Context: an optimization exercise on an open-source flow, tuned for small area and a short achievable clock period. The choices shown serve that exercise and are no tape-out recipe.
No functional check of the RTL was part of any run shown here.
No activity file was given, so power comes from the tool's default toggle rates.

## flow/config.mk

```make
export PLATFORM = sky130hd
export DESIGN_NAME = mem_ecc_codec
export DESIGN_NICKNAME = mem_ecc_codec
export VERILOG_FILES = /design/flow/design.v
export SDC_FILE = /design/flow/constraint.sdc
export NUM_CORES = 4
export LEC_CHECK = 0
export CAP_MARGIN = 20
export CORE_MARGIN = 2
export CORE_UTILIZATION = 40
export SETUP_SLACK_MARGIN = 3.5
export SLEW_MARGIN = 20
```

## flow/constraint.sdc

```tcl
create_clock -name core_clock -period 8.0 [get_ports {clk}]
set_input_delay 1.6000 -clock core_clock [delete_from_list [all_inputs] [get_ports {clk}]]
set_output_delay 1.6000 -clock core_clock [all_outputs]
set_load 0.01 [all_outputs]
```

## flow/design.v

```verilog
module mem_ecc_codec (
    input  wire        clk,
    input  wire        rst_n,
    input  wire        in_valid,
    input  wire [1:0]  in_op,
    input  wire [63:0] in_data,
    input  wire [7:0]  in_check,
    output reg         out_valid,
    output wire [63:0] out_data,
    output wire [7:0]  out_check,
    output wire [1:0]  out_status,
    output wire [7:0]  out_syndrome,
    output wire [6:0]  out_pos
);
    localparam [511:0] HCOL = {
        8'h57,8'h4F,8'h3E,8'h3D,8'h3B,8'h37,8'h2F,8'h1F,8'hE0,8'hD0,8'hC8,8'hC4,8'hC2,8'hC1,8'hB0,8'hA8,
        8'hA4,8'hA2,8'hA1,8'h98,8'h94,8'h92,8'h91,8'h8C,8'h8A,8'h89,8'h86,8'h85,8'h83,8'h70,8'h68,8'h64,
        8'h62,8'h61,8'h58,8'h54,8'h52,8'h51,8'h4C,8'h4A,8'h49,8'h46,8'h45,8'h43,8'h38,8'h34,8'h32,8'h31,
        8'h2C,8'h2A,8'h29,8'h26,8'h25,8'h23,8'h1C,8'h1A,8'h19,8'h16,8'h15,8'h13,8'h0E,8'h0D,8'h0B,8'h07};
    function [3:0] mul_a;
        input [3:0] x;
        input [3:0] n;
        reg   [3:0] p;
        integer     i;
        begin
            p = x;
            for (i = 0; i < 15; i = i + 1)
                if (i < n) p = {p[2:0], 1'b0} ^ (p[3] ? 4'h3 : 4'h0);
            mul_a = p;
        end
    endfunction
    function [2:0] lg3;
        input [3:0] x;
        begin
            lg3[0] = (x == 4'h1) | (x == 4'h8) | (x == 4'hA) | (x == 4'hC) | (x == 4'hF);
            lg3[1] = (x == 4'h2) | (x == 4'h3) | (x == 4'h7) | (x == 4'hB) | (x == 4'hD);
            lg3[2] = (x == 4'h4) | (x == 4'h5) | (x == 4'h6) | (x == 4'h9) | (x == 4'hE);
        end
    endfunction
    function [4:0] lg5;
        input [3:0] x;
        begin
            lg5[0] = (x == 4'h1) | (x == 4'h6) | (x == 4'h7);
            lg5[1] = (x == 4'h2) | (x == 4'hC) | (x == 4'hE);
            lg5[2] = (x == 4'h4) | (x == 4'hB) | (x == 4'hF);
            lg5[3] = (x == 4'h5) | (x == 4'h8) | (x == 4'hD);
            lg5[4] = (x == 4'h3) | (x == 4'h9) | (x == 4'hA);
        end
    endfunction
    wire       dec = in_op[0];
    wire [7:0] hd;
    wire [3:0] sd0, sd1;
    wire xg0 = in_data[22] ^ in_data[28];
    wire xg1 = in_data[7] ^ in_data[19];
    wire xg2 = in_data[25] ^ xg0;
    wire xg3 = in_data[10] ^ in_data[14];
    wire xg4 = in_data[3] ^ in_data[15];
    wire xg5 = in_data[56] ^ in_data[60];
    wire xg6 = in_data[4] ^ in_data[20];
    wire xg7 = in_data[13] ^ in_data[16];
    wire xg8 = in_data[5] ^ in_data[21];
    wire xg9 = in_data[59] ^ in_data[61];
    wire xg10 = in_data[6] ^ in_data[18];
    wire xg11 = in_data[62] ^ in_data[63];
    wire xg12 = in_data[23] ^ in_data[26];
    wire xg13 = in_data[8] ^ in_data[24];
    wire xg14 = in_data[27] ^ in_data[31];
    wire xg15 = in_data[57] ^ in_data[58];
    wire xg16 = in_data[11] ^ in_data[17];
    wire xg17 = in_data[0] ^ in_data[12];
    wire xg18 = in_data[9] ^ in_data[29];
    wire xg19 = in_data[2] ^ xg8;
    wire xg20 = in_data[30] ^ xg7;
    wire xg21 = in_data[1] ^ xg6;
    wire xg22 = in_data[29] ^ xg12;
    wire xg23 = xg11 ^ xg15;
    wire xg24 = in_data[47] ^ in_data[52];
    wire xg25 = in_data[35] ^ in_data[46];
    wire xg26 = in_data[40] ^ in_data[44];
    wire xg27 = in_data[41] ^ in_data[43];
    wire xg28 = in_data[33] ^ in_data[34];
    wire xg29 = in_data[50] ^ in_data[55];
    wire xg30 = in_data[42] ^ in_data[49];
    wire xg31 = in_data[36] ^ in_data[38];
    wire xg32 = in_data[51] ^ in_data[53];
    wire xg33 = in_data[39] ^ in_data[48];
    wire xg34 = in_data[21] ^ in_data[30];
    wire xg35 = in_data[15] ^ in_data[18];
    wire xg36 = in_data[16] ^ in_data[28];
    wire xg37 = in_data[1] ^ in_data[13];
    wire xg38 = in_data[0] ^ in_data[10];
    wire xg39 = in_data[12] ^ in_data[19];
    wire xg40 = xg26 ^ xg33;
    wire xg41 = in_data[14] ^ xg13;
    wire xg42 = in_data[37] ^ xg25;
    wire xg43 = xg16 ^ xg35;
    wire xg44 = xg1 ^ xg9;
    wire xg45 = in_data[11] ^ xg5;
    wire xg46 = in_data[25] ^ xg18;
    wire xg47 = xg29 ^ xg32;
    wire xg48 = in_data[26] ^ xg10;
    wire xg49 = in_data[24] ^ xg34;
    wire xg50 = in_data[32] ^ xg28;
    wire xg51 = in_data[23] ^ xg4;
    wire xg52 = xg3 ^ xg14;
    wire xg53 = in_data[54] ^ xg30;
    wire xg54 = in_data[9] ^ xg10;
    wire xg55 = xg13 ^ xg17;
    wire xg56 = in_data[45] ^ xg31;
    wire xg57 = xg2 ^ xg22;
    wire xg58 = xg20 ^ xg21;
    wire xg59 = xg2 ^ xg4;
    wire xg60 = xg23 ^ xg45;
    wire xg61 = xg27 ^ xg53;
    wire xg62 = xg5 ^ xg44;
    wire xg63 = xg37 ^ xg46;
    wire xg64 = in_data[31] ^ xg43;
    wire xg65 = xg54 ^ xg59;
    wire xg66 = xg19 ^ xg60;
    wire xg67 = in_data[7] ^ in_data[35];
    wire xg68 = in_data[41] ^ in_data[50];
    wire xg69 = in_data[59] ^ xg12;
    wire xg70 = xg38 ^ xg67;
    wire xg71 = xg68 ^ xg56;
    wire xg72 = xg69 ^ xg70;
    wire xg73 = xg58 ^ xg71;
    wire xg74 = xg72 ^ xg66;
    wire xg75 = xg73 ^ xg74;
    wire xg76 = in_data[3] ^ in_data[6];
    wire xg77 = in_data[17] ^ in_data[22];
    wire xg78 = in_data[39] ^ in_data[42];
    wire xg79 = in_data[51] ^ in_data[56];
    wire xg80 = xg9 ^ xg76;
    wire xg81 = xg77 ^ xg78;
    wire xg82 = xg79 ^ xg21;
    wire xg83 = xg23 ^ xg42;
    wire xg84 = xg52 ^ xg55;
    wire xg85 = xg80 ^ xg81;
    wire xg86 = xg82 ^ xg83;
    wire xg87 = xg84 ^ xg85;
    wire xg88 = xg86 ^ xg87;
    wire xg89 = in_data[32] ^ in_data[36];
    wire xg90 = in_data[37] ^ in_data[40];
    wire xg91 = in_data[43] ^ in_data[61];
    wire xg92 = xg17 ^ xg24;
    wire xg93 = xg89 ^ xg90;
    wire xg94 = xg91 ^ xg92;
    wire xg95 = xg93 ^ xg94;
    wire xg96 = xg65 ^ xg66;
    wire xg97 = xg95 ^ xg96;
    wire xg98 = in_data[2] ^ in_data[33];
    wire xg99 = in_data[38] ^ in_data[53];
    wire xg100 = in_data[57] ^ in_data[62];
    wire xg101 = xg98 ^ xg99;
    wire xg102 = xg100 ^ xg40;
    wire xg103 = xg41 ^ xg51;
    wire xg104 = xg101 ^ xg62;
    wire xg105 = xg63 ^ xg102;
    wire xg106 = xg103 ^ xg104;
    wire xg107 = xg105 ^ xg106;
    wire xg108 = in_data[4] ^ in_data[5];
    wire xg109 = in_data[8] ^ in_data[17];
    wire xg110 = in_data[27] ^ in_data[34];
    wire xg111 = in_data[44] ^ in_data[58];
    wire xg112 = in_data[63] ^ xg18;
    wire xg113 = xg36 ^ xg108;
    wire xg114 = xg109 ^ xg110;
    wire xg115 = xg111 ^ xg48;
    wire xg116 = xg112 ^ xg113;
    wire xg117 = xg114 ^ xg61;
    wire xg118 = xg62 ^ xg115;
    wire xg119 = xg116 ^ xg117;
    wire xg120 = xg118 ^ xg119;
    wire xg121 = in_data[45] ^ in_data[46];
    wire xg122 = in_data[47] ^ in_data[48];
    wire xg123 = in_data[49] ^ in_data[55];
    wire xg124 = in_data[60] ^ xg3;
    wire xg125 = xg9 ^ xg15;
    wire xg126 = xg39 ^ xg121;
    wire xg127 = xg122 ^ xg123;
    wire xg128 = xg20 ^ xg50;
    wire xg129 = xg124 ^ xg125;
    wire xg130 = xg126 ^ xg127;
    wire xg131 = xg64 ^ xg128;
    wire xg132 = xg129 ^ xg130;
    wire xg133 = xg131 ^ xg132;
    wire xg134 = in_data[20] ^ in_data[52];
    wire xg135 = in_data[54] ^ xg11;
    wire xg136 = xg14 ^ xg134;
    wire xg137 = xg47 ^ xg49;
    wire xg138 = xg50 ^ xg135;
    wire xg139 = xg136 ^ xg57;
    wire xg140 = xg137 ^ xg138;
    wire xg141 = xg139 ^ xg140;
    wire xg142 = xg24 ^ xg40;
    wire xg143 = xg42 ^ xg47;
    wire xg144 = xg56 ^ xg61;
    wire xg145 = xg142 ^ xg143;
    wire xg146 = xg144 ^ xg145;
    wire xg147 = xg6 ^ xg36;
    wire xg148 = xg55 ^ xg147;
    wire xg149 = in_data[17] ^ xg8;
    wire xg150 = xg149 ^ xg63;
    wire xg151 = in_data[2] ^ in_data[22];
    wire xg152 = in_data[30] ^ xg3;
    wire xg153 = xg151 ^ xg48;
    wire xg154 = xg152 ^ xg153;
    wire xg155 = in_data[11] ^ xg1;
    wire xg156 = xg14 ^ xg51;
    wire xg157 = xg155 ^ xg156;
    wire xg158 = in_data[31] ^ xg1;
    wire xg159 = xg7 ^ xg38;
    wire xg160 = xg158 ^ xg159;
    wire xg161 = xg57 ^ xg160;
    wire xg162 = xg1 ^ xg16;
    wire xg163 = xg2 ^ xg52;
    wire xg164 = xg162 ^ xg58;
    wire xg165 = xg163 ^ xg164;
    wire xg166 = in_data[20] ^ xg19;
    wire xg167 = xg22 ^ xg41;
    wire xg168 = xg64 ^ xg166;
    wire xg169 = xg167 ^ xg168;
    wire xg170 = in_data[27] ^ xg39;
    wire xg171 = xg49 ^ xg170;
    wire xg172 = xg171 ^ xg65;
    assign hd[0] = xg75;
    assign hd[1] = xg88;
    assign hd[2] = xg97;
    assign hd[3] = xg107;
    assign hd[4] = xg120;
    assign hd[5] = xg133;
    assign hd[6] = xg141;
    assign hd[7] = xg146;
    assign sd0[0] = xg148;
    assign sd0[1] = xg150;
    assign sd0[2] = xg154;
    assign sd0[3] = xg157;
    assign sd1[0] = xg161;
    assign sd1[1] = xg165;
    assign sd1[2] = xg169;
    assign sd1[3] = xg172;
    wire [7:0] hs = hd ^ in_check;
    wire [3:0] s0 = sd0 ^ in_check[3:0] ^ in_check[7:4];
    wire [3:0] s1 = sd1 ^ mul_a(in_check[3:0], 4'd8) ^ mul_a(in_check[7:4], 4'd9);
    wire [3:0] x9 = mul_a(sd1, 4'd3) ^ mul_a(sd0, 4'd11);
    wire [3:0] x8 = sd0 ^ x9;
    wire [2:0] a0 = lg3(s0), a1 = lg3(s1);
    wire [4:0] b0 = lg5(s0), b1 = lg5(s1);
    reg        op1_q, dec_q, hdec_q, rdec_q;
    reg [63:0] d_q;
    reg [7:0]  c_q;
    reg [7:0]  t_q;
    always @(posedge clk) begin
        if (!rst_n) out_valid <= 1'b0;
        else        out_valid <= in_valid;
        op1_q  <= in_op[1];
        dec_q  <= in_op[0];
        hdec_q <= in_op[1] & in_op[0];
        rdec_q <= ~in_op[1] & in_op[0];
        d_q    <= in_op[1] ? in_data : {in_data[63:48], b1, b0, a1, a0, in_data[31:0]};
        c_q    <= (in_op[1] | dec) ? in_check : {x9, x8};
        t_q    <= in_op[1] ? hs : {s1, s0};
    end
    reg [15:0] lo, hi;
    integer    v;
    always @* begin
        for (v = 0; v < 16; v = v + 1) begin
            lo[v] = (t_q[3:0] == v[3:0]);
            hi[v] = (t_q[7:4] == v[3:0]) & hdec_q;
        end
    end
    wire [63:0] hm;
    genvar g;
    generate for (g = 0; g < 64; g = g + 1) begin : g_hm
        assign hm[g] = lo[HCOL[8*g +: 4]] & hi[HCOL[8*g+4 +: 4]];
    end endgenerate
    wire [7:0] hcf = {hi[8] & lo[0], hi[4] & lo[0], hi[2] & lo[0], hi[1] & lo[0],
                      lo[8] & hi[0], lo[4] & hi[0], lo[2] & hi[0], lo[1] & hi[0]};
    reg [6:0] hps;
    integer   k, i;
    always @* begin
        hps = 7'd0;
        for (k = 0; k < 64; k = k + 1) if (hm[k]) hps = hps | k[6:0];
        for (i = 0; i < 8; i = i + 1) if (hcf[i]) hps = hps | (7'd64 + i[6:0]);
    end
    function [4:0] wcls;   
        input [3:0] x;
        reg   [2:0] w;
        begin
            w    = x[0] + x[1] + x[2] + x[3];
            wcls = 5'b00001 << w;
        end
    endfunction
    wire [4:0] wl = wcls(t_q[3:0]);
    wire [4:0] wh = wcls(t_q[7:4]);
    wire hit = hdec_q & ((wl[0] & (wh[1] | wh[3])) | (wl[1] & (wh[0] | wh[2])) |
                         (wl[2] & wh[1]) | (wl[3] & wh[0]) | (|hm[63:56]));
    wire [1:0] hst = {hdec_q & (t_q != 8'h00) & ~hit, hit};
    wire [2:0] a0q = d_q[34:32], a1q = d_q[37:35];
    wire [4:0] b0q = d_q[42:38], b1q = d_q[47:43];
    reg  [2:0] jm3q;
    reg  [4:0] jm5q;
    integer    r, q;
    always @* begin
        for (r = 0; r < 3; r = r + 1) begin
            jm3q[r] = 1'b0;
            for (q = 0; q < 3; q = q + 1) jm3q[r] = jm3q[r] | (a0q[q] & a1q[(q + r) % 3]);
        end
        for (r = 0; r < 5; r = r + 1) begin
            jm5q[r] = 1'b0;
            for (q = 0; q < 5; q = q + 1) jm5q[r] = jm5q[r] | (b0q[q] & b1q[(q + r) % 5]);
        end
    end
    reg  [9:0] re;
    integer    j;
    always @* begin
        for (j = 0; j < 10; j = j + 1) re[j] = jm3q[j % 3] & jm5q[j % 5];
    end
    wire [3:0] s0g = t_q[3:0] & {4{rdec_q}};
    reg [31:0] rfl;
    always @* begin
        for (k = 0; k < 8; k = k + 1) rfl[4*k +: 4] = s0g & {4{re[k]}};
    end
    wire [7:0] rcf = {s0g & {4{re[9]}}, s0g & {4{re[8]}}};
    wire       rhit = |re;
    wire [3:0] rps  = {re[8] | re[9], re[4] | re[5] | re[6] | re[7],
                       re[2] | re[3] | re[6] | re[7], re[1] | re[3] | re[5] | re[7] | re[9]};
    wire [1:0] rst  = {rdec_q & (t_q != 8'h00) & ~rhit, rdec_q & rhit};
    wire senc = op1_q & ~dec_q;
    assign out_data[31:0]  = d_q[31:0] ^ (hm[31:0] | rfl);
    assign out_data[63:32] = (d_q[63:32] ^ hm[63:32]) & {32{op1_q}};
    assign out_check       = c_q ^ (senc ? t_q : (hcf | rcf));
    wire   anyhit          = hst[0] | rst[0];
    assign out_status      = {dec_q & (t_q != 8'h00) & ~anyhit, anyhit};
    assign out_syndrome    = t_q & {8{dec_q}};
    assign out_pos         = hps | {3'b000, rps & {4{rdec_q}}};
endmodule
```

## flow/flow/run.sh

```bash
#!/bin/bash
# Own flow: the standard synthesis, then the combinational logic replaced
# by the gate-level netlist of flow/netgen.py (same registers: names and cell
# type), checked equivalent to the standard synthesis by yosys; then the
# standard layout, with plain buffers on the ports instead of the delay cells
# buffer_ports picks by default. If the generated netlist fails a check, the
# standard synthesis's netlist is laid out instead.
set -euo pipefail
HERE=$(pwd)
R=$HERE/orfs/results/$FLOW_PLATFORM/mem_ecc_codec/base
LIB=$FLOW_HOME/platforms/$FLOW_PLATFORM/lib/sky130_fd_sc_hd__tt_025C_1v80.lib
bash standard.sh synth > make_synth.log 2>&1
cp $R/1_2_yosys.v $HERE/synth_standard.v
USE=synth_standard.v
# generator options (structure and drive strengths), if any
set -a; [ -f flow/netgen.env ] && . flow/netgen.env; set +a
if LIB=$LIB python3 flow/netgen.py $HERE/net_gen.v > netgen.log 2>&1; then
  yosys -p "read_liberty -lib $LIB; read_verilog net_gen.v; hierarchy -top $FLOW_TOP; opt_clean -purge; write_verilog -noattr -noexpr net_norm.v" > yosys_norm.log 2>&1
  timeout 900 yosys -p "read_liberty -ignore_miss_func $LIB; read_verilog synth_standard.v; rename $FLOW_TOP gold; read_verilog net_norm.v; rename $FLOW_TOP gate; flatten gold gate; opt_clean; equiv_make gold gate equiv; hierarchy -top equiv; equiv_simple; equiv_status -assert" > yosys_equiv.log 2>&1 \
    && python3 - <<'PY' > regcheck.log 2>&1 && USE=net_final.v
# give each flip-flop the instance name the standard synthesis gave the same
# register (the suffix after '$' depends on how yosys read its reset/enable),
# then require the same names and cell types
import re, sys
pat = re.compile(r'(sky130_fd_sc_hd__df\w+)\s+\\([^\s$]+)(\$\S*)?\s')
std = {m.group(2): (m.group(1), m.group(2) + (m.group(3) or '')) for m in pat.finditer(open('synth_standard.v').read())}
txt = open('net_norm.v').read()
def ren(m):
    base = m.group(2)
    if base not in std: sys.exit('no standard register ' + base)
    return m.group(1) + ' \\' + std[base][1] + ' '
txt2 = pat.sub(ren, txt)
open('net_final.v', 'w').write(txt2)
a = sorted(std.values())
b = sorted((m.group(1), m.group(2) + (m.group(3) or '')) for m in pat.finditer(txt2))
print(len(a), len(b))
sys.exit(0 if a == b and a else 1)
PY
fi
echo "laying out $USE" > netlist_choice.log
cp $HERE/$USE $R/1_2_yosys.v
rm -f $R/1_synth.odb $R/1_synth.sdc
bash standard.sh BUFFER_PORTS_ARGS="-buffer_cell sky130_fd_sc_hd__buf_1" finish > make_finish.log 2>&1
```

## flow/flow/joint.py

```python
from paar import *
import sys
SC=2
def mk_rows(SC):
    R=[]
    for i in range(8):
        R.append(set([k for k in range(64) if HC[k]>>i&1]+[64+i]))
    for b in range(4):
        R.append(set([4*j+b for j in range(8)]+[64+b,68+b]))
    for b in range(4):
        s=set()
        for j in range(8):
            for bb in range(4):
                if mula(1<<bb,(j-SC)%15)>>b&1: s^={4*j+bb}
        for bb in range(4):
            if mula(1<<bb,(8-SC)%15)>>b&1: s^={64+bb}
            if mula(1<<bb,(9-SC)%15)>>b&1: s^={68+bb}
        R.append(s)
    # x9 = a^3 B + a^11 A ; x8 = A + x9 (data only)
    A=[set(4*j+b for j in range(8)) for b in range(4)]
    B=[]
    for b in range(4):
        s=set()
        for j in range(8):
            for bb in range(4):
                if mula(1<<bb,j)>>b&1: s^={4*j+bb}
        B.append(s)
    def mul(vec,n):
        res=[set() for _ in range(4)]
        for bb in range(4):
            y=mula(1<<bb,n)
            for b in range(4):
                if y>>b&1: res[b]^=vec[bb]
        return res
    x9=[a^b for a,b in zip(mul(B,3),mul(A,11))]
    x8=[a^b for a,b in zip(A,x9)]
    return R+x9+x8
if __name__=='__main__':
    for SC in [0,1,2,3]:
        R=mk_rows(SC)
        res=[]
        for seed in range(30):
            g,o,d=paar(R,72,20,seed)
            dep=[d[x] for x in o]
            res.append((len(g), max(dep[:8]), max(dep[8:12]), max(dep[12:16]), max(dep[16:24]), seed))
        res.sort()
        ok=[r for r in res if r[2]<=5 and r[3]<=5 and r[1]<=5]
        print(SC, res[0], ok[:2])
```

## flow/flow/netgen.env

```
JOINT=0
FO_MIN=6
```

## flow/flow/netgen.py

```python
#!/usr/bin/env python3
"""Generate the gate-level netlist of mem_ecc_codec (sky130hd cells) that the
version's own flow lays out in place of the standard synthesis's netlist.

The netlist implements the same register set (names and cell type) and the
same equations as rtl/mem_ecc_codec.v.  Regular parts (XOR trees, nibble
predecode, match lines, corrections, muxes) are built here gate by gate;
irregular small functions are mapped with yosys/abc (area script).

usage: netgen.py OUT.v      (verifies by simulation against a Python model)
"""
import os, re, sys, random, subprocess, tempfile, itertools
sys.path.insert(0, os.path.dirname(os.path.abspath(__file__)))
from paar import rows, paar, mula, HC

LIB = os.environ.get('LIB', '/OpenROAD-flow-scripts/flow/platforms/sky130hd/lib/sky130_fd_sc_hd__tt_025C_1v80.lib')
P = 'sky130_fd_sc_hd__'

# ---------------------------------------------------------------- liberty
def read_lib(path):
    funcs = {}
    cur = None; pin = None; direction = None
    for line in open(path):
        m = re.match(r'\s*cell \("?(\w+)"?\)', line)
        if m:
            cur = m.group(1); funcs[cur] = {}; continue
        m = re.match(r'\s*pin \("?(\w+)"?\)', line)
        if m:
            pin = m.group(1); continue
        m = re.match(r'\s*function : "([^"]*)"', line)
        if m and cur and pin:
            funcs[cur][pin] = m.group(1)
    return funcs
LIBF = read_lib(LIB)

def pyfunc(expr):
    e = expr.replace('!', '~')
    e = re.sub(r'~\s*(\w+)', r'(M^\1)', e)
    e = re.sub(r'~\s*\(', r'M^(', e)
    names = sorted(set(re.findall(r'[A-Za-z_]\w*', e)) - {'M'})
    code = 'lambda M,' + ','.join(names) + ': ' + e
    return names, eval(code)

# ---------------------------------------------------------------- netlist
class Net:
    def __init__(self):
        self.cells = []          # (type, instname, {pin: net})
        self.k = 0
        self.outs = {}           # output pin name per type
    def new(self):
        self.k += 1
        return f'_n{self.k}_'
    def g(self, typ, **pins):
        t = P + typ
        fo = LIBF[t]
        outp = [p for p in fo if p not in ('VPWR', 'VGND', 'VPB', 'VNB') and p not in pins]
        outp = [p for p in outp if p in ('X', 'Y', 'Q', 'SUM', 'COUT', 'Q_N')]
        assert len(outp) == 1, (typ, outp)
        o = self.new()
        self.k += 1
        self.cells.append((t, f'_c{self.k}_', dict(pins, **{outp[0]: o})))
        return o
    def inst(self, t, name, pins):
        self.cells.append((t, name, pins))

N = Net()
def XOR(a, b): return N.g('xor2_1', A=a, B=b)
def XNOR(a, b): return N.g('xnor2_1', A=a, B=b)
def INV(a): return N.g('inv_1', A=a)
def NAND2(a, b): return N.g('nand2_1', A=a, B=b)
def NOR2(a, b): return N.g('nor2_1', A=a, B=b)
def NOR3(a, b, c): return N.g('nor3_1', A=a, B=b, C=c)
def AND2(a, b): return N.g('and2_1', A=a, B=b)
def MUX2(a0, a1, s): return N.g('mux2_1', A0=a0, A1=a1, S=s)
def MUX2I(a0, a1, s): return N.g('mux2i_1', A0=a0, A1=a1, S=s)
def A21OI(a1, a2, b1): return N.g('a21oi_1', A1=a1, A2=a2, B1=b1)
def NOR2B(a, bn): return N.g('nor2b_1', A=a, B_N=bn)

# ---------------------------------------------------------------- abc blocks
ABC_SCRIPT = ('strash; dch -f; balance; rewrite; refactor; balance; rewrite; rewrite -z; balance; '
              'refactor -z; rewrite -z; balance; dch -f; balance; rewrite; refactor; balance; rewrite; '
              'rewrite -z; balance; refactor -z; rewrite -z; balance; dch -f; amap; mfs2; strash; dch -f; map -a; topo')
DONT_USE = ['probe_p_8', 'probec_p_8', 'lpflow_*', 'mux4_*', 'fa_*', 'ha_*', 'maj3_*', 'xor3_*', 'xnor3_*',
            'dlygate*', 'dlymetal*', 'clkdly*', 'buf_*', 'clkbuf_*', 'bufbuf*', 'bufinv*', 'clkinvlp*',
            'einv*', 'ebuf*', 'dl*', 'df*', 'sdf*', 'sed*', 'edf*', 'conb*', 'tap*', 'decap*', 'fill*', 'diode*',
            'macro*', 'o2111*', 'a2111*']

ABC_FAST = os.environ.get('ABC_FAST', 'strash; dch -f; map; topo')
def abc_block(name, src, ins, outs, script=None):
    if script is None:
        script = ABC_FAST if name in os.environ.get('FAST_BLOCKS', 'lines,rsloc,hhit,hpos').split(',') else ABC_SCRIPT
    """Map module `name` (Verilog src; scalar ports) with abc; ins/outs map port -> net."""
    d = tempfile.mkdtemp()
    vin = os.path.join(d, 'in.v'); vout = os.path.join(d, 'out.v'); sc = os.path.join(d, 'abc.script')
    open(vin, 'w').write(src); open(sc, 'w').write(script)
    du = ' '.join(f'-dont_use {P}{c}' for c in DONT_USE)
    cmd = (f'read_verilog {vin}; synth -flatten -top {name}; abc -liberty {LIB} {du} -script {sc}; '
           f'opt_clean -purge; write_verilog -noattr {vout}')
    r = subprocess.run(['yosys', '-q', '-p', cmd], capture_output=True, text=True)
    if r.returncode:
        print(r.stdout, r.stderr); raise SystemExit('yosys failed for ' + name)
    txt = open(vout).read()
    local = {}
    def net(x):
        x = x.strip()
        if x in ins: return ins[x]
        if x in outs: return outs[x]
        if x in ("1'h0", "1'b0"): raise SystemExit('constant in ' + name)
        if x not in local: local[x] = N.new()
        return local[x]
    for a, b in re.findall(r'assign\s+(\S+)\s*=\s*(\S+)\s*;', txt):
        # a = b : an output driven straight by an input or another net
        raise SystemExit(f'assign in block {name}: {a} = {b}')
    for typ, inst, body in re.findall(r'(sky130_fd_sc_hd__\w+)\s+(\S+)\s*\((.*?)\);', txt, re.S):
        pins = {p: net(n) for p, n in re.findall(r'\.(\w+)\(([^)]*)\)', body)}
        N.k += 1
        N.cells.append((typ, f'_c{N.k}_', pins))

# ---------------------------------------------------------------- ports
D = [f'in_data[{k}]' for k in range(64)]
C = [f'in_check[{i}]' for i in range(8)]
OP = ['in_op[0]', 'in_op[1]']

def emit_tree(R, innets, tries=None, inv=None, key_count_first=False):
    """XOR network for rows R (sets of input indices); inv[i]: output i inverted."""
    tries = tries or int(os.environ.get('TRIES', '60'))
    best = None
    for s in range(tries):
        g, o, d = paar(R, len(innets), 20, s)
        key = (max(d[x] for x in o), len(g))
        if key_count_first: key = key[::-1]
        if best is None or key < best[0]:
            best = (key, g, o)
    _, g, o = best
    inv = inv or [False] * len(o)
    nin = len(innets)
    uses = {}
    for a, b in g:
        uses[a] = uses.get(a, 0) + 1; uses[b] = uses.get(b, 0) + 1
    for x in o: uses[x] = uses.get(x, 0) + 1
    flip = set(x for x, iv in zip(o, inv) if iv and x >= nin and uses[x] == 1)
    nets = list(innets)
    for i, (a, b) in enumerate(g):
        nets.append(XNOR(nets[a], nets[b]) if nin + i in flip else XOR(nets[a], nets[b]))
    res = []
    for x, iv in zip(o, inv):
        res.append(nets[x] if (not iv or x in flip) else INV(nets[x]))
    return res

SC = int(os.environ.get('SC', '2'))   # the RS tree computes S1' = alpha^-SC * S1 (fewer terms)

def build():
    if os.environ.get('JOINT', '1') == '1':
        # one shared XOR network for all 24 linear outputs, check bits as leaves
        from joint import mk_rows
        R24 = mk_rows(SC)
        outs = emit_tree(R24, D + C, inv=[True] * 16 + [False] * 8)
        hs_n, s0_n, s1p_n = outs[0:8], outs[8:12], outs[12:16]
        x9, x8 = outs[16:20], outs[20:24]
    else:
        R = rows()
        Rd = [set(x for x in r if x < 64) for r in R]
        for b in range(4):
            sset = set()
            for j in range(8):
                for bb in range(4):
                    if mula(1 << bb, (j - SC) % 15) >> b & 1: sset.add(4 * j + bb)
            Rd[12 + b] = sset
        out16 = emit_tree(Rd, D, key_count_first=True)
        hd, sd0, sd1 = out16[0:8], out16[8:12], out16[12:16]
        hs_n = [XNOR(hd[i], C[i]) for i in range(8)]
        cc0 = [XOR(C[b], C[4 + b]) for b in range(4)]
        s0_n = [XNOR(sd0[b], cc0[b]) for b in range(4)]
        rc1 = []
        for b in range(4):
            sset = set()
            for bb in range(4):
                if mula(1 << bb, (8 - SC) % 15) >> b & 1: sset.add(bb)
                if mula(1 << bb, (9 - SC) % 15) >> b & 1: sset.add(4 + bb)
            rc1.append(sset)
        cc1 = emit_tree(rc1, C, key_count_first=True)
        s1p_n = [XNOR(sd1[b], cc1[b]) for b in range(4)]
        rx = []
        for b in range(4):
            sset = set()
            for bb in range(4):
                if mula(1 << bb, 11) >> b & 1: sset.add(bb)
                if mula(1 << bb, (3 + SC) % 15) >> b & 1: sset.add(4 + bb)
            rx.append(sset)
        for b in range(4):
            rx.append(set(rx[b]) ^ {b})
        x98 = emit_tree(rx[0:4] + rx[4:8], sd0 + sd1, key_count_first=True)
        x9, x8 = x98[0:4], x98[4:8]
    s1_n = []                                              # ~S1 = ~(alpha^SC * S1')
    for b in range(4):
        terms = [bb for bb in range(4) if mula(1 << bb, SC) >> b & 1]
        assert 1 <= len(terms) <= 2
        s1_n.append(s1p_n[terms[0]] if len(terms) == 1 else XNOR(s1p_n[terms[0]], s1p_n[terms[1]]))
    # flags and muxes
    op0, op1 = OP
    sel_c = N.g('or2_1', A=op0, B=op1)
    cD = [MUX2(x8[i] if i < 4 else x9[i - 4], C[i], sel_c) for i in range(8)]
    tD = [MUX2I(s0_n[i] if i < 4 else s1_n[i - 4], hs_n[i], op1) for i in range(8)]
    # residue lines with the slot mux folded in: slot = op1 ? d : line, where a
    # line is an OR of 3 or 5 minterms of a syndrome nibble (pairs predecoded)
    LG = {}
    x = 1
    for i in range(15): LG[x] = i; x = mula(x, 1)
    op1_n = INV(op1)
    def nib_lines(sn, scale):
        # sn: inverted nibble bits; value used is alpha^scale * nibble
        sp = [INV(z) for z in sn]
        lit = lambda b, v: sp[b] if v else sn[b]      # true when bit b == v
        nlit = lambda b, v: sn[b] if v else sp[b]
        plo = [NOR2(nlit(0, w & 1), nlit(1, w >> 1)) for w in range(4)]
        phi = [NOR3(nlit(2, w & 1), nlit(3, w >> 1), op1) for w in range(4)]   # gated by ~op1
        def minterms(vals):
            return [(plo[v & 3], phi[v >> 2]) for v in vals]
        res3, res5 = [], []
        for mod, res in ((3, res3), (5, res5)):
            for r in range(mod):
                vals = [v for v in range(1, 16) if LG[mula(v, scale)] % mod == r]
                res.append(minterms(vals))
        return res3, res5
    def slot(ms, dbit):
        z = NAND2(op1, dbit)
        parts = []
        for i in range(0, len(ms), 3):
            g = ms[i:i + 3]
            if len(g) == 3:
                parts.append(N.g('a222oi_1', A1=g[0][0], A2=g[0][1], B1=g[1][0], B2=g[1][1], C1=g[2][0], C2=g[2][1]))
            elif len(g) == 2:
                parts.append(N.g('a22oi_1', A1=g[0][0], A2=g[0][1], B1=g[1][0], B2=g[1][1]))
            else:
                parts.append(NAND2(g[0][0], g[0][1]))
        parts.append(z)
        return N.g(f'nand{len(parts)}_1', **dict(zip('ABCD', parts)))
    a0m, b0m = nib_lines(s0_n, 0)
    a1m, b1m = nib_lines(s1p_n, SC)
    lm = a0m + a1m + b0m + b1m
    slotD = [slot(lm[i], D[32 + i]) for i in range(16)]
    upD = D[48:64]
    dD = D[0:32] + slotD + upD
    # registers
    Q = {}
    def reg(name, idx, d):
        nm = f'{name}[{idx}]' if idx is not None else name
        qn = '\\' + nm + ' '
        kind = '$_SDFF_PN0_' if name == 'out_valid' else '$_DFF_P_'
        N.inst(P + 'dfxtp_1', '\\' + nm + kind + ' ', {'CLK': 'clk', 'D': d, 'Q': qn if name != 'out_valid' else 'out_valid'})
        return qn if name != 'out_valid' else 'out_valid'
    dq = [reg('d_q', k, dD[k]) for k in range(64)]
    cq = [reg('c_q', i, cD[i]) for i in range(8)]
    tq = [reg('t_q', i, tD[i]) for i in range(8)]
    op1q = reg('op1_q', None, op1)
    decq = reg('dec_q', None, op0)
    hdecq = reg('hdec_q', None, AND2(op0, op1))
    rdecq = reg('rdec_q', None, NOR2B(op1, op0))
    reg('out_valid', None, AND2('rst_n', 'in_valid'))

    # ---------------- output side
    tn = [INV(tq[i]) for i in range(8)]
    lit = lambda b, v: tq[b] if v else tn[b]          # literal true when t[b] == v
    nlit = lambda b, v: tn[b] if v else tq[b]         # its complement
    pl = [NOR2(nlit(0, w & 1), nlit(1, w >> 1 & 1)) for w in range(4)]   # t[1:0] == w
    ph = [NOR2(nlit(2, w & 1), nlit(3, w >> 1 & 1)) for w in range(4)]   # t[3:2] == w
    lo_n = [NAND2(pl[v & 3], ph[v >> 2]) for v in range(16)]
    hdec_n = INV(hdecq)
    p54 = [NOR2(nlit(4, w & 1), nlit(5, w >> 1 & 1)) for w in range(4)]
    p76 = [NOR3(hdec_n, nlit(6, w & 1), nlit(7, w >> 1 & 1)) for w in range(4)]
    hi_n = [NAND2(p54[u & 3], p76[u >> 2]) for u in range(16)]
    hm = [NOR2(lo_n[HC[k] & 15], hi_n[HC[k] >> 4]) for k in range(64)]
    hcf = [NOR2(lo_n[1 << i], hi_n[0]) for i in range(4)] + [NOR2(lo_n[0], hi_n[1 << i]) for i in range(4)]
    # RS locator: jm3 / jm5 = one-hot of j mod 3 / j mod 5 (from the residue
    # lines in d_q[47:32]); e[j] = rdec & jm3[j % 3] & jm5[j % 5]
    a0 = dq[32:35]; a1 = dq[35:38]; b0 = dq[38:43]; b1 = dq[43:48]
    jm3_n = [N.g('a222oi_1', A1=a0[0], A2=a1[r % 3], B1=a0[1], B2=a1[(1 + r) % 3], C1=a0[2], C2=a1[(2 + r) % 3])
             for r in range(3)]
    jm5_n = []
    for r in range(5):
        x = N.g('a222oi_1', A1=b0[0], A2=b1[r % 5], B1=b0[1], B2=b1[(1 + r) % 5], C1=b0[2], C2=b1[(2 + r) % 5])
        y = N.g('a22oi_1', A1=b0[3], A2=b1[(3 + r) % 5], B1=b0[4], B2=b1[(4 + r) % 5])
        jm5_n.append(AND2(x, y))
    rdec_n = INV(rdecq)
    e = [NOR3(jm3_n[j % 3], jm5_n[j % 5], rdec_n) for j in range(10)]
    s0g = tq[0:4]
    # OR trees: positive inputs -> (positive, negative) output
    def split(xs, k):
        g = -(-len(xs) // k)
        q, r = divmod(len(xs), g)
        out, i = [], 0
        for j in range(g):
            m = q + (1 if j < r else 0)
            out.append(xs[i:i + m]); i += m
        return out
    def or_tree(xs, pos=True):
        xs = list(xs)
        neg = False            # polarity of the current list (True: each is the NOR of its group)
        while len(xs) > 1 or neg != (not pos):
            if len(xs) == 1:
                xs = [INV(xs[0])]; neg = not neg; continue
            if not neg:
                groups = split(xs, 3 if len(xs) > 4 else len(xs))
                xs = [g[0] if len(g) == 1 else N.g(f'nor{len(g)}_1', **dict(zip('ABCD', g))) for g in groups]
                # a group of one was not inverted: invert it to keep polarity uniform
                xs = [INV(x) if len(g) == 1 else x for x, g in zip(xs, groups)]
                neg = True
            else:
                groups = split(xs, 4)
                xs = [INV(g[0]) if len(g) == 1 else N.g(f'nand{len(g)}_1', **dict(zip('ABCD', g))) for g in groups]
                neg = False
        return xs[0]
    # status: st0 = any correction, st1 = decode & syndrome != 0 & no correction
    allhit = hm + hcf + e
    nz = NAND2(N.g('nor4_1', A=tq[0], B=tq[1], C=tq[2], D=tq[3]), N.g('nor4_1', A=tq[4], B=tq[5], C=tq[6], D=tq[7]))
    # NOR/NAND levels down to two negative partials, then st0 = NAND, st1 = AND4
    xs = [N.g(f'nor{len(g)}_1', **dict(zip('ABCD', g))) for g in split(allhit, 4)]      # negative
    xs = [N.g(f'nand{len(g)}_1', **dict(zip('ABCD', g))) for g in split(xs, 4)]          # positive
    xs = [N.g(f'nor{len(g)}_1', **dict(zip('ABCD', g))) for g in split(xs, 3)]          # negative
    assert len(xs) == 2, len(xs)
    st0 = NAND2(xs[0], xs[1])
    st1 = N.g('and4_1', A=xs[0], B=xs[1], C=nz, D=decq)
    # position: OR of the match lines of the positions with the bit set
    pos = []
    for b in range(7):
        t = [hm[k] for k in range(64) if k >> b & 1]
        t += [hcf[i] for i in range(8) if (64 + i) >> b & 1]
        t += [e[j] for j in range(10) if j >> b & 1]
        pos.append(or_tree(t, pos=True))
    # data outputs
    op1n = INV(op1q)
    out = {}
    for k in range(64):
        if k < 32:
            f_n = A21OI(s0g[k % 4], e[k // 4], hm[k])
            out[f'out_data[{k}]'] = XNOR(dq[k], f_n)
        else:
            out[f'out_data[{k}]'] = NOR2(XNOR(dq[k], hm[k]), op1n)
    senc = NOR2B(decq, op1q)
    for i in range(8):
        f_n = A21OI(s0g[i % 4], e[8 + i // 4], hcf[i])
        m = MUX2I(f_n, tn[i], senc)        # senc ? t : f
        out[f'out_check[{i}]'] = XOR(cq[i], m)
    out['out_status[0]'] = st0
    out['out_status[1]'] = st1
    dec_n = INV(decq)
    for i in range(8):
        out[f'out_syndrome[{i}]'] = NOR2(tn[i], dec_n)
    for b in range(7):
        out[f'out_pos[{b}]'] = pos[b]
    return out

# ---------------------------------------------------------------- simulation
def simulate(out, inputs, M):
    """Bit-parallel simulation. inputs: net -> int. Returns net values."""
    val = dict(inputs)
    cells = list(N.cells)
    funcs = {}
    pending = cells
    # registers are cut: their Q must be in inputs
    for it in range(1000):
        nxt = []
        for typ, inst, pins in pending:
            if typ.endswith('dfxtp_1'):
                continue
            fo = LIBF[typ]
            outp = [p for p in pins if p in fo]
            ins_ = [p for p in pins if p not in fo]
            if not all(pins[p] in val for p in ins_):
                nxt.append((typ, inst, pins)); continue
            for op_ in outp:
                key = (typ, op_)
                if key not in funcs: funcs[key] = pyfunc(fo[op_])
                names, f = funcs[key]
                val[pins[op_]] = f(M, *[val[pins[n]] for n in names]) & M
        if not nxt: break
        if len(nxt) == len(pending): raise SystemExit('combinational loop or undriven net: %s' % (nxt[0],))
        pending = nxt
    return val

def model(op, Dv, Cv, regs=None):
    pass

def verify(out, nvec=4000):
    rnd = random.Random(1)
    M = (1 << nvec) - 1
    # --- input side: random op/data/check; compare register D pins with a reference
    def rb(): return rnd.getrandbits(nvec)
    inputs = {n: rb() for n in D + C + OP + ['in_valid', 'rst_n']}
    for typ, inst, pins in N.cells:
        if typ.endswith('dfxtp_1'): inputs[pins['Q']] = 0
    val = simulate(out, inputs, M)
    regD = {inst: pins['D'] for typ, inst, pins in N.cells if typ.endswith('dfxtp_1')}
    def bit(x, i): return (x >> i) & 1
    errs = 0
    LG = {}
    e = 1
    for i in range(15): LG[e] = i; e = mula(e, 1)
    for v in range(nvec):
        d = sum(bit(inputs[D[k]], v) << k for k in range(64))
        c = sum(bit(inputs[C[i]], v) << i for i in range(8))
        op = bit(inputs[OP[0]], v) | bit(inputs[OP[1]], v) << 1
        hd = 0
        for k in range(64):
            if d >> k & 1: hd ^= HC[k]
        A = B = 0
        for j in range(8):
            x = d >> 4 * j & 15; A ^= x; B ^= mula(x, j)
        hs = hd ^ c
        s0 = A ^ (c & 15) ^ (c >> 4)
        s1 = B ^ mula(c & 15, 8) ^ mula(c >> 4, 9)
        x9 = mula(B, 3) ^ mula(A, 11); x8 = A ^ x9
        def lg3(x): return 0 if x == 0 else 1 << (LG[x] % 3)
        def lg5(x): return 0 if x == 0 else 1 << (LG[x] % 5)
        lines = lg3(s0) | lg3(s1) << 3 | lg5(s0) << 6 | lg5(s1) << 11
        op1 = op >> 1; op0 = op & 1
        exp = {}
        dq = d if op1 else (d & 0xFFFF0000FFFFFFFF) | lines << 32
        for k in range(64): exp[f'\\d_q[{k}]$_DFF_P_ '] = dq >> k & 1
        cqv = c if (op1 or op0) else (x9 << 4 | x8)
        for i in range(8): exp[f'\\c_q[{i}]$_DFF_P_ '] = cqv >> i & 1
        tqv = hs if op1 else (s1 << 4 | s0)
        for i in range(8): exp[f'\\t_q[{i}]$_DFF_P_ '] = tqv >> i & 1
        exp['\\op1_q$_DFF_P_ '] = op1; exp['\\dec_q$_DFF_P_ '] = op0
        exp['\\hdec_q$_DFF_P_ '] = op1 & op0; exp['\\rdec_q$_DFF_P_ '] = (1 - op1) & op0
        exp['\\out_valid$_SDFF_PN0_ '] = bit(inputs['rst_n'], v) & bit(inputs['in_valid'], v)
        for inst, n in regD.items():
            if bit(val[n], v) != exp[inst]:
                errs += 1
                if errs < 5: print('input side mismatch', inst, v)
    print('input side errors', errs)
    # --- output side: random register values (consistent flags), compare outputs
    qnets = {inst: pins['Q'] for typ, inst, pins in N.cells if typ.endswith('dfxtp_1')}
    inputs = {}
    opv = [rnd.randrange(4) for _ in range(nvec)]
    tv = [rnd.randrange(256) if rnd.random() < 0.5 else (HC[rnd.randrange(64)] ^ (0 if rnd.random() < 0.7 else 1 << rnd.randrange(8))) for _ in range(nvec)]
    # for RS ops make t/lines consistent with a syndrome
    dv = [rnd.getrandbits(64) for _ in range(nvec)]
    cv = [rnd.getrandbits(8) for _ in range(nvec)]
    for v in range(nvec):
        if not (opv[v] >> 1):
            s0 = tv[v] & 15; s1 = tv[v] >> 4
            def lg3(x): return 0 if x == 0 else 1 << (LG[x] % 3)
            def lg5(x): return 0 if x == 0 else 1 << (LG[x] % 5)
            lines = lg3(s0) | lg3(s1) << 3 | lg5(s0) << 6 | lg5(s1) << 11
            dv[v] = (dv[v] & 0xFFFF0000FFFFFFFF) | lines << 32
    def pack(f):
        x = 0
        for v in range(nvec):
            if f(v): x |= 1 << v
        return x
    for inst, qn in qnets.items():
        m = re.match(r'\\(\w+)(?:\[(\d+)\])?\$', inst)
        nm, idx = m.group(1), m.group(2)
        idx = int(idx) if idx else None
        if nm == 'd_q': inputs[qn] = pack(lambda v: dv[v] >> idx & 1)
        elif nm == 'c_q': inputs[qn] = pack(lambda v: cv[v] >> idx & 1)
        elif nm == 't_q': inputs[qn] = pack(lambda v: tv[v] >> idx & 1)
        elif nm == 'op1_q': inputs[qn] = pack(lambda v: opv[v] >> 1)
        elif nm == 'dec_q': inputs[qn] = pack(lambda v: opv[v] & 1)
        elif nm == 'hdec_q': inputs[qn] = pack(lambda v: opv[v] == 3)
        elif nm == 'rdec_q': inputs[qn] = pack(lambda v: opv[v] == 1)
        elif nm == 'out_valid': inputs[qn] = pack(lambda v: 1)
    for n in D + C + OP + ['in_valid', 'rst_n']: inputs[n] = 0
    val = simulate(out, inputs, M)
    for o_, n_ in out.items(): val[o_] = val[n_]
    errs = 0
    for v in range(nvec):
        op = opv[v]; t = tv[v]; d = dv[v]; c = cv[v]
        exp_data = d; exp_chk = c; st = 0; pos = 0; syn = 0
        if op == 0:
            exp_data = d & 0xFFFFFFFF; exp_chk = c
        elif op == 1:
            exp_data = d & 0xFFFFFFFF; syn = t
            s0 = t & 15; s1 = t >> 4
            if t == 0: st = 0
            elif s0 and s1:
                j = (LG[s1] - LG[s0]) % 15
                if j <= 9:
                    st = 1; pos = j
                    if j < 8: exp_data ^= s0 << 4 * j
                    else: exp_chk ^= s0 << 4 * (j - 8)
                else: st = 2
            else: st = 2
        elif op == 2:
            exp_chk = c ^ t
        else:
            syn = t
            if t == 0: st = 0
            else:
                st = 2
                for k in range(64):
                    if HC[k] == t: exp_data ^= 1 << k; st = 1; pos = k
                for i in range(8):
                    if t == 1 << i: exp_chk ^= t; st = 1; pos = 64 + i
        got_d = sum(bit(val[f'out_data[{k}]'], v) << k for k in range(64))
        got_c = sum(bit(val[f'out_check[{i}]'], v) << i for i in range(8))
        got_s = sum(bit(val[f'out_status[{i}]'], v) << i for i in range(2))
        got_y = sum(bit(val[f'out_syndrome[{i}]'], v) << i for i in range(8))
        got_p = sum(bit(val[f'out_pos[{i}]'], v) << i for i in range(7))
        if (got_d, got_c, got_s, got_y, got_p) != (exp_data, exp_chk, st, syn, pos):
            errs += 1
            if errs < 5: print('output mismatch op', op, hex(t), (hex(got_d), got_c, got_s, got_y, got_p), (hex(exp_data), exp_chk, st, syn, pos))
    print('output side errors', errs)
    return errs

def write(out, path):
    L = ['// Generated by gen/netgen.py: gate-level netlist of mem_ecc_codec (sky130hd).',
         'module mem_ecc_codec(clk, rst_n, in_valid, in_op, in_data, in_check, out_valid, out_data, out_check, out_status, out_syndrome, out_pos);',
         '  input clk; input rst_n; input in_valid; input [1:0] in_op; input [63:0] in_data; input [7:0] in_check;',
         '  output out_valid; output [63:0] out_data; output [7:0] out_check; output [1:0] out_status; output [7:0] out_syndrome; output [6:0] out_pos;']
    nets = set()
    for typ, inst, pins in N.cells:
        for p, n in pins.items():
            if not re.match(r'(in_|out_|clk|rst_n)', n): nets.add(n)
    # map output port nets: outputs are named nets; add assigns
    for n in sorted(nets): L.append(f'  wire {n};')
    for typ, inst, pins in N.cells:
        L.append(f'  {typ} {inst} (' + ', '.join(f'.{p}({n})' for p, n in pins.items()) + ');')
    for o, n in out.items():
        L.append(f'  assign {o} = {n};')
    L.append('endmodule')
    open(path, 'w').write('\n'.join(L) + '\n')

def upsize(out, fo_min):
    # drive strength 2 for cells whose output net has fo_min or more loads
    loads = {}
    for typ, inst, pins in N.cells:
        fo = LIBF[typ]
        for p, n in pins.items():
            if p not in fo: loads[n] = loads.get(n, 0) + 1
    for n in out.values(): loads[n] = loads.get(n, 0) + 1
    k = 0
    for i, (typ, inst, pins) in enumerate(N.cells):
        if typ.endswith('_1') and not typ.endswith('dfxtp_1'):
            fo = LIBF[typ]
            o = [n for p, n in pins.items() if p in fo][0]
            t2 = typ[:-2] + '_2'
            if loads.get(o, 0) >= fo_min and t2 in LIBF:
                N.cells[i] = (t2, inst, pins); k += 1
    print('upsized', k)

if __name__ == '__main__':
    out = build()
    if int(os.environ.get('FO_MIN', '0')) > 0:
        upsize(out, int(os.environ['FO_MIN']))
    area = 0.0
    cnt = {}
    for typ, inst, pins in N.cells:
        cnt[typ] = cnt.get(typ, 0) + 1
    import collections
    A = {}
    cur = None
    for line in open(LIB):
        m = re.match(r'\s*cell \("?(\w+)"?\)', line)
        if m: cur = m.group(1)
        m = re.match(r'\s*area\s*:\s*([0-9.]+)', line)
        if m and cur: A[cur] = float(m.group(1)); cur = None
    tot = sum(A[t] * n for t, n in cnt.items())
    print('cells', sum(cnt.values()), 'area', round(tot, 1))
    for t, n in sorted(cnt.items(), key=lambda x: -A[x[0]] * x[1])[:15]:
        print(f'  {t[len(P):]:12s} {n:4d} {A[t]*n:8.1f}')
    # unit-delay levels: inputs -> register D, register Q -> outputs
    drv = {}
    for typ, inst, pins in N.cells:
        if typ.endswith('dfxtp_1'): continue
        fo = LIBF[typ]
        for pn, n in pins.items():
            if pn in fo: drv[n] = (typ, pins)
    memo = {}
    def lev(n):
        if n in memo: return memo[n]
        if n not in drv: memo[n] = 0; return 0
        typ, pins = drv[n]
        fo = LIBF[typ]
        memo[n] = 1 + max(lev(x) for pn, x in pins.items() if pn not in fo)
        return memo[n]
    regd = [(inst, pins['D']) for typ, inst, pins in N.cells if typ.endswith('dfxtp_1')]
    worst = sorted(((lev(d), inst) for inst, d in regd), reverse=True)[:6]
    print('input side levels', worst)
    print('output side levels', sorted(((lev(n), o) for o, n in out.items()), reverse=True)[:8])
    errs = verify(out)
    write(out, sys.argv[1])
    sys.exit(1 if errs else 0)
```

## flow/flow/paar.py

```python
import random, itertools, sys, heapq
HC=[v for v in range(256) if bin(v).count('1')==3][:56]+[v for v in range(256) if bin(v).count('1')==5][:8]
def mula(x,n):
    for _ in range(n):
        x=((x<<1)&15)^(3 if x&8 else 0)
    return x
def rows():
    # inputs: d0..d63 (idx 0..63), cm0..cm7 (64..71)
    R=[]
    for i in range(8):
        R.append(set([k for k in range(64) if HC[k]>>i&1]+[64+i]))
    # s0 bit b
    for b in range(4):
        R.append(set([4*j+b for j in range(8)]+[64+b,68+b]))
    for b in range(4):
        s=set()
        for j in range(8):
            for bb in range(4):
                if mula(1<<bb,j)>>b&1: s.add(4*j+bb)
        for bb in range(4):
            if mula(1<<bb,8)>>b&1: s.add(64+bb)
            if mula(1<<bb,9)>>b&1: s.add(68+bb)
        R.append(s)
    return R
def paar(R, nin, maxd, seed):
    rnd=random.Random(seed)
    R=[set(r) for r in R]
    depth=[0]*nin
    gates=[]
    while True:
        cnt={}
        for r in R:
            l=sorted(r)
            for a,b in itertools.combinations(l,2):
                if max(depth[a],depth[b])+1<=maxd:
                    cnt[(a,b)]=cnt.get((a,b),0)+1
        if not cnt: break
        m=max(cnt.values())
        if m<2: break
        cands=[p for p,c in cnt.items() if c==m]
        # prefer shallow
        md=min(max(depth[a],depth[b]) for a,b in cands)
        cands=[p for p in cands if max(depth[p[0]],depth[p[1]])==md]
        a,b=rnd.choice(cands)
        n=len(depth); depth.append(max(depth[a],depth[b])+1); gates.append((a,b))
        for r in R:
            if a in r and b in r:
                r.discard(a); r.discard(b); r.add(n)
    # final trees
    outs=[]
    for r in R:
        h=[(depth[x],x) for x in r]; heapq.heapify(h)
        while len(h)>1:
            d1,a=heapq.heappop(h); d2,b=heapq.heappop(h)
            n=len(depth); depth.append(max(d1,d2)+1); gates.append((a,b)); heapq.heappush(h,(depth[n],n))
        outs.append(h[0][1])
    return gates, outs, depth
if __name__=='__main__':
    R=rows()
    for maxd in [4,5,6,7,20]:
        best=None
        for s in range(int(sys.argv[1]) if len(sys.argv)>1 else 20):
            g,o,d=paar(R,72,maxd,s)
            key=(len(g),max(d[x] for x in o))
            if best is None or key<best: best=key
        print(maxd,best)
    R8=rows()[:8]
    print('hsiao only', min(len(paar(R8,72,20,s)[0]) for s in range(10)))
    R8=rows()[8:]
    print('rs only', min(len(paar(R8,72,20,s)[0]) for s in range(10)))
```

## flow/standard.sh

```bash
#!/bin/bash
# synth_recipe.tcl (not shown) runs the flow's synth.tcl, then flattens the netlist and writes it again
# the make line also repeats each setting of config.mk as NAME=value (left out here)
make -C /OpenROAD-flow-scripts/flow DESIGN_CONFIG=/design/flow/config.mk WORK_HOME=/design/flow/orfs CLKGATE_MAP_FILE= SYNTH_SCRIPT=/design/flow/synth_recipe.tcl "${@:-finish}"
```

==> metrics.yaml, run 1 <==
status:
  status: "no timing/DRC/antenna violations"
die:
  core_sq_um: 17200
  io_pins: 167
  die_x_microns: 136
  initial_core_util: 0.406
  placementRows: 48
  die-area_sq_um: 18500
  die_y_microns: 136
synth:
  synth_nets: 946
  syn_area_sq_um: 6970
  ys.warnings.count: 1
  syn_area_per_cell_sq_um: 8.02
  netlist_instances: 869
power_and_ir_drop:
  p_per_area_nw_per_um2: 323
  netSwitchingFraction: 0.489
  p_int_mw: 1.36
  switching_power_mw: 1.30
  p_clk_frac: 0.173
  combinationalPowerShare: 0.567
  p_total_mw: 2.66
  p_seq_frac: 0.260
  p_leak_nw: 3.15
  peakVddDrop_mv: 0.167
critical_path:
  cpMaxStageDelayCell: "dfxtp_2"
  worstPathRequired_ns: 6.40
  worstPathMaxFanout: 14
  crit_type: "reg2out"
  worstSetupEndpointType: "output port"
  path_common_cell: "nor2_1"
  slowest_delay_ns: 0.52
  arrival_ns: 2.84
  crit_chain: "nor2_1, nand2_2, nor2_1, nor4_1, nand3_1, nor3_1, and4_1, buf_1"
  worst_setup_path_start_kind: "flip-flop"
clock_network:
  clkTransAtPathRegs_ns: 0.07
  h-tree-depth: 3
  cts_made_buffers: 9
  clock_path_buffers: 2
  cts.sinks: 85
  cts_tree: "done"
  cts_root_buffer: "clkbuf_16"
min_path:
  hp-class: "in2reg"
  hold_depth: 1
global_routing:
  grt-ovfl-total: 0
  grt_pass1_wl_microns: 39700
  grt_usage: 0.285
  antenna_found_initial: 0
  grt_max_degree: 37
  grt_pass1_vias: 6680
timing:
  setup_viol: 0
  fin_tns_setup_ns: 0
  rsz0062_at_grt: "no"
  period_minus_slack_ns: 4.44
  relSlewSlack: 0.540
  hold_ws_ns: 1.42
  tightest_slew_ns: 0.685
  fmax_mhz: 225
  maxSlewViolCount: 0
  fin_ws_ns: 3.56
  final_hold_viol_count: 0
  period_share: 0.555
place:
  placed_area_sq_um: 7880
  dp_slack_ns: 3.51
  place_hpwl_microns: 22300
  port_buffers: 166
  gp_congestion: 0.969
  placedCellCount: 1261
detailed_routing:
  via_count: 7121
  firstDrtPassIters: 9
  drt-total-wl_microns: 26700
  postRouteAntennaNets: 0
  wl_per_cell_microns: 20.9
  drt_iter0_markers: 1041
  drcViolationCount: 0
  via_per_inst: 5.56
flow_run:
  maxCapViolations: 0
layout:
  nets: 1127
  areaGrowthSynthToFinish_pct: 18.1
  seqCellArea_sq_um: 1710
  fillers: 1806
  fin_cells: 1280
  fin_util: 0.479
  fin_area_sq_um: 8230
  multiInputGateArea_sq_um: 5170
  drive_gt1_frac: 0.0834
  insertedDiodeCount: 0
power by group through the flow:
stage / registers [mW] / logic (mW) / clock network [mW]
2_1_floorplan: 0.619 / 1.08 / 0
4_1_cts: 0.679 / 1.48 / 0.462
5_1_grt: 0.698 / 1.64 / 0.481
6_report: 0.692 / 1.51 / 0.460
3_5_place_dp: 0.687 / 1.47 / 0
3_3_place_gp: 0.687 / 1.46 / 0
final timing paths:
kind	endpoint	start	slack, ns
setup / recovery	out_status[1]	t_q[2]	3.56
hold / removal	dec_q	in_op[0]	1.42
cell usage in the layout, fill, tap and decap left out:
master	count
nor2_2	31
inv_2	3
nor2_1	111
clkbuf_1	1
nor2b_1	1
xnor2_1	82
dfxtp_2	4
a21oi_1	40
nand2_2	11
mux2_1	8
clkinvlp_4	1
and4_1	1
mux2i_1	16
buf_4	4
nor3_2	17
nand2_1	48
or2_2	1
nor4_1	24
clkbuf_16	9
a222oi_1	24
inv_6	3
and2_1	7
clkbuf_2	1
nand3_1	18
inv_1	23
xor2_1	209
dfxtp_1	81
nand4_1	16
nor2b_2	1
buf_1	165
a22oi_1	11
bufinv_16	2
nor3_1	81
per-layer routing:
| layer | up-vias | share of wire | track usage |
|---|---|---|---|
| li1 | 3352 | - | - |
| met1 | 3322 | 0.42 | 0.373 |
| met2 | 385 | 0.49 | 0.487 |
| met3 | 62 | 0.064 | 0.0328 |
| met4 | 0 | 0.032 | 0.0966 |
| met5 | - | 0 | 0 |
sequential cells by signal (all words and copies together), names as in the netlist:
name,flops
rdec_q,1
hdec_q,1
dec_q,1
out_valid,1
t_q,8
op1_q,1
c_q,8
d_q,64
timing repair:
action                                  in CTS  in global routing
hold endpoints to repair                     0                  0
hold buffers                                 0                  0
setup buffers                                1                  2
pin swaps                                    1                  2
endpoints found under the setup margin       1                  3
resized for setup                            3                  1
area by class of cell:
class,instances,share of cell area
Clock inverter,6,0.0114
Clock buffer,10,0.0278
Sequential cell,85,0.207
Timing Repair Buffer,170,0.0795
Multi-Input combinational cell,758,0.628
Inverter,26,0.0119
Tap cell,225,0.0342
critical path, delay by kind of cell (launching register included):
family	cells	cell delay [ns]
flops	1	0.52
simple gates	7	1.83
buf+inv	1	0.15
==> run 2: changes to the inputs <==
==> flow/flow/netgen.env (replaced) <==
JOINT=0
FO_MIN=5
==> run 2 against run 1 <==
Highest routed layer unchanged. Critical path type unchanged. Final cell count is the same. Still clean on timing, DRC and antenna. Hold slack better by 0.0038 ns. Worst setup slack gained 0.055 ns. Count of clock-buffer cells in the layout is the same. Combinational power about the same. Synthesized cell count unchanged. Wire length decreased by 0.27%.
==> metrics.yaml, run 2 <==
status:
  status: "no timing/DRC/antenna violations"  # unchanged
die:
  placementRows: 48  # unchanged
  die_x_microns: 137  # was 136 microns
  die_y_microns: 137  # was 136 microns
  initial_core_util: 0.409  # was 0.406
  core_sq_um: 17200  # about the same
  io_pins: 167  # unchanged
  die-area_sq_um: 18700  # was 18500 sq um
critical_path:
  arrival_ns: 2.79  # was 2.84 ns
  worstPathMaxFanout: 8  # was 14
  worst_setup_path_start_kind: "flip-flop"  # unchanged
  worstSetupEndpointType: "output port"  # unchanged
  worstPathRequired_ns: 6.40  # about the same
  crit_type: "reg2out"  # unchanged
clock_network:
  h-tree-depth: 3  # unchanged
  cts.sinks: 85  # unchanged
  cts_tree: "done"  # unchanged
  clkTransAtPathRegs_ns: 0.07  # about the same
  cts_root_buffer: "clkbuf_16"  # unchanged
  cts_made_buffers: 9  # unchanged
  holdBufCountCts: 0  # unchanged
  clock_path_buffers: 2  # unchanged
detailed_routing:
  firstDrtPassIters: 9  # unchanged
  drt-total-wl_microns: 26700  # about the same
  via_count: 7169  # was 7121
  drcViolationCount: 0  # unchanged
  wl_per_cell_microns: 20.8  # was 20.9 microns
  via_per_inst: 5.60  # was 5.56
  drt_iter0_markers: 897  # was 1041
  postRouteAntennaNets: 0  # unchanged
layout:
  top_regs: "d_q x64, c_q x8, t_q x8"  # unchanged
  insertedDiodeCount: 0  # unchanged
  drive_gt1_frac: 0.111  # was 0.0834
  largest_register_ffs: 64  # unchanged
  fillers: 1743  # was 1806
  seqCellArea_sq_um: 1710  # unchanged
  multiInputGateArea_sq_um: 5260  # was 5170 sq um
  final_cell_mix: "208 x xor2_1, 165 x buf_1, 88 x nor2_1"  # was 209 x xor2_1, 165 x buf_1, 111 x nor2_1
  areaGrowthSynthToFinish_pct: 17.8  # was 18.1%
  fin_util: 0.482  # was 0.479
  layout_commonest_cell: "xor2_1"  # unchanged
  fin_area_sq_um: 8300  # was 8230 sq um
  regMostFlops: "d_q"  # unchanged
  nets: 1127  # unchanged
power_and_ir_drop:
  p_per_area_nw_per_um2: 317  # was 323 nW/um^2
  peakVddDrop_mv: 0.143  # was 0.167 mV
  p_leak_nw: 3.15  # about the same
synth:
  ys.warnings.count: 1  # unchanged
  syn_area_sq_um: 7050  # was 6970 sq um
  syn_area_per_cell_sq_um: 8.11  # was 8.02 sq um
  netlist_instances: 869  # unchanged
  synth_nets: 946  # unchanged
timing:
  rsz0062_at_grt: "yes"  # was no
  maxSlewViolCount: 0  # unchanged
  period_minus_slack_ns: 4.39  # was 4.44 ns
  fin_tns_setup_ns: 0  # unchanged
  fmax_mhz: 228  # was 225 MHz
  setup_viol: 0  # unchanged
  final_hold_viol_count: 0  # unchanged
  tightest_slew_ns: 0.664  # was 0.685 ns
  period_share: 0.548  # was 0.555
  relSlewSlack: 0.557  # was 0.540
flow_run:
  maxCapViolations: 0  # unchanged
global_routing:
  grt_max_degree: 37  # unchanged
  grt-ovfl-total: 0  # unchanged
  grt_usage: 0.284  # was 0.285
  grt_pass1_vias: 6607  # was 6680
  grt_pass1_wl_microns: 39400  # was 39700 microns
  antenna_found_initial: 0  # unchanged
place:
  gp_congestion: 1.03  # was 0.969
  port_buffers: 166  # unchanged
  placed_area_sq_um: 7960  # was 7880 sq um
  place_hpwl_microns: 22300  # about the same
min_path:
  hp-class: "in2reg"  # unchanged
run 2: changes by cell type in the layout (fill, tap and decap cells not counted), sizes merged:
cell	change
bufinv	-1
clkinvlp	+1
inv	-2
clkinv	+2
run 2: layout make-up:
cell class / instances / share of cell area
Clock buffer: 10 / 0.0276
Sequential cell: 85 / 0.206
Multi-Input combinational cell: 758 / 0.634
Clock inverter: 6 / 0.00859
Inverter: 26 / 0.0118
Tap cell: 225 / 0.0339
Timing Repair Buffer: 170 / 0.0788
run 2: power breakdown:
part | switching [mW] | internal, mW
combinational | 0.954 | 0.565
sequential | 0.161 | 0.525
clock | 0.181 | 0.244
run 2: path summary, 6_finish.rpt:
kind / from / end / cells after the start
hold / removal: in_op[0] / dec_q / 1
setup / recovery: t_q[6] / out_status[1] / 9
run 2: timing repair:
item / 4_1_cts / 5_1_grt
setup endpoints to repair: 0 / 4
resized for setup: 0 / 6
setup buffers: 0 / 3
run 2: per-stage QoR:
step,power (mW),instances,hold slack (ns),setup WS (ns)
floorplan,1.72,869,1.63,3.97
global placement,2.16,1261,1.78,3.57
detailed placement,2.17,1261,1.78,3.49
CTS,2.59,1277,1.42,3.51
global route,2.79,1280,1.43,3.51
finish,2.63,1280,1.42,3.61
run 2: critical path, cell delays in order (launching register included):
cell	delay [ns]
dfxtp_1	0.42
inv_1	0.16
nor3_1	0.52
nand2_2	0.27
nor2_2	0.41
nor4_1	0.16
nand3_1	0.12
nor3_1	0.08
and4_1	0.18
buf_1	0.12
run 2: routing by layer:
metal	vias up	routed length (microns)	GRT usage
met4	0	914	0.0990
met2	403	12800	0.474
met3	59	2030	0.0352
li1	3354	-	-
met5	-	0	0
met1	3353	10900	0.376

-- port drivers added, routing unchanged --
Ports are ideal in the flow. The routed layouts listed here were re-timed in OpenROAD.
Step 1, drivers: a clkbuf_16 drives clk and a buf_2 each remaining input, both assumed.
Step 2 moves the port delays by t, midway between the first and last clock arrival at a register: inputs arrive t later, outputs are due t later. That takes back most of the time a late clock gives input paths.
a / b / c = ideal / step 1 / step 2; a / b = the first two.
| run | t (ns) | slack for setup (ns) | worst setup path at the end | latest minus earliest clock arrival (ns) |
|---|---|---|---|---|
| run 1 | 0.379 | 3.559 / 3.521 / 3.511 | input to register | 0.011 / 0.011 |
| run 2 | 0.383 | 3.614 / 3.574 / 3.488 | input to register | 0.008 / 0.008 |
After both steps every run listed still meets setup and hold. For run 2, which loses most, drivers alone change the setup slack by -0.040 ns; drivers and shift together by -0.126 ns.
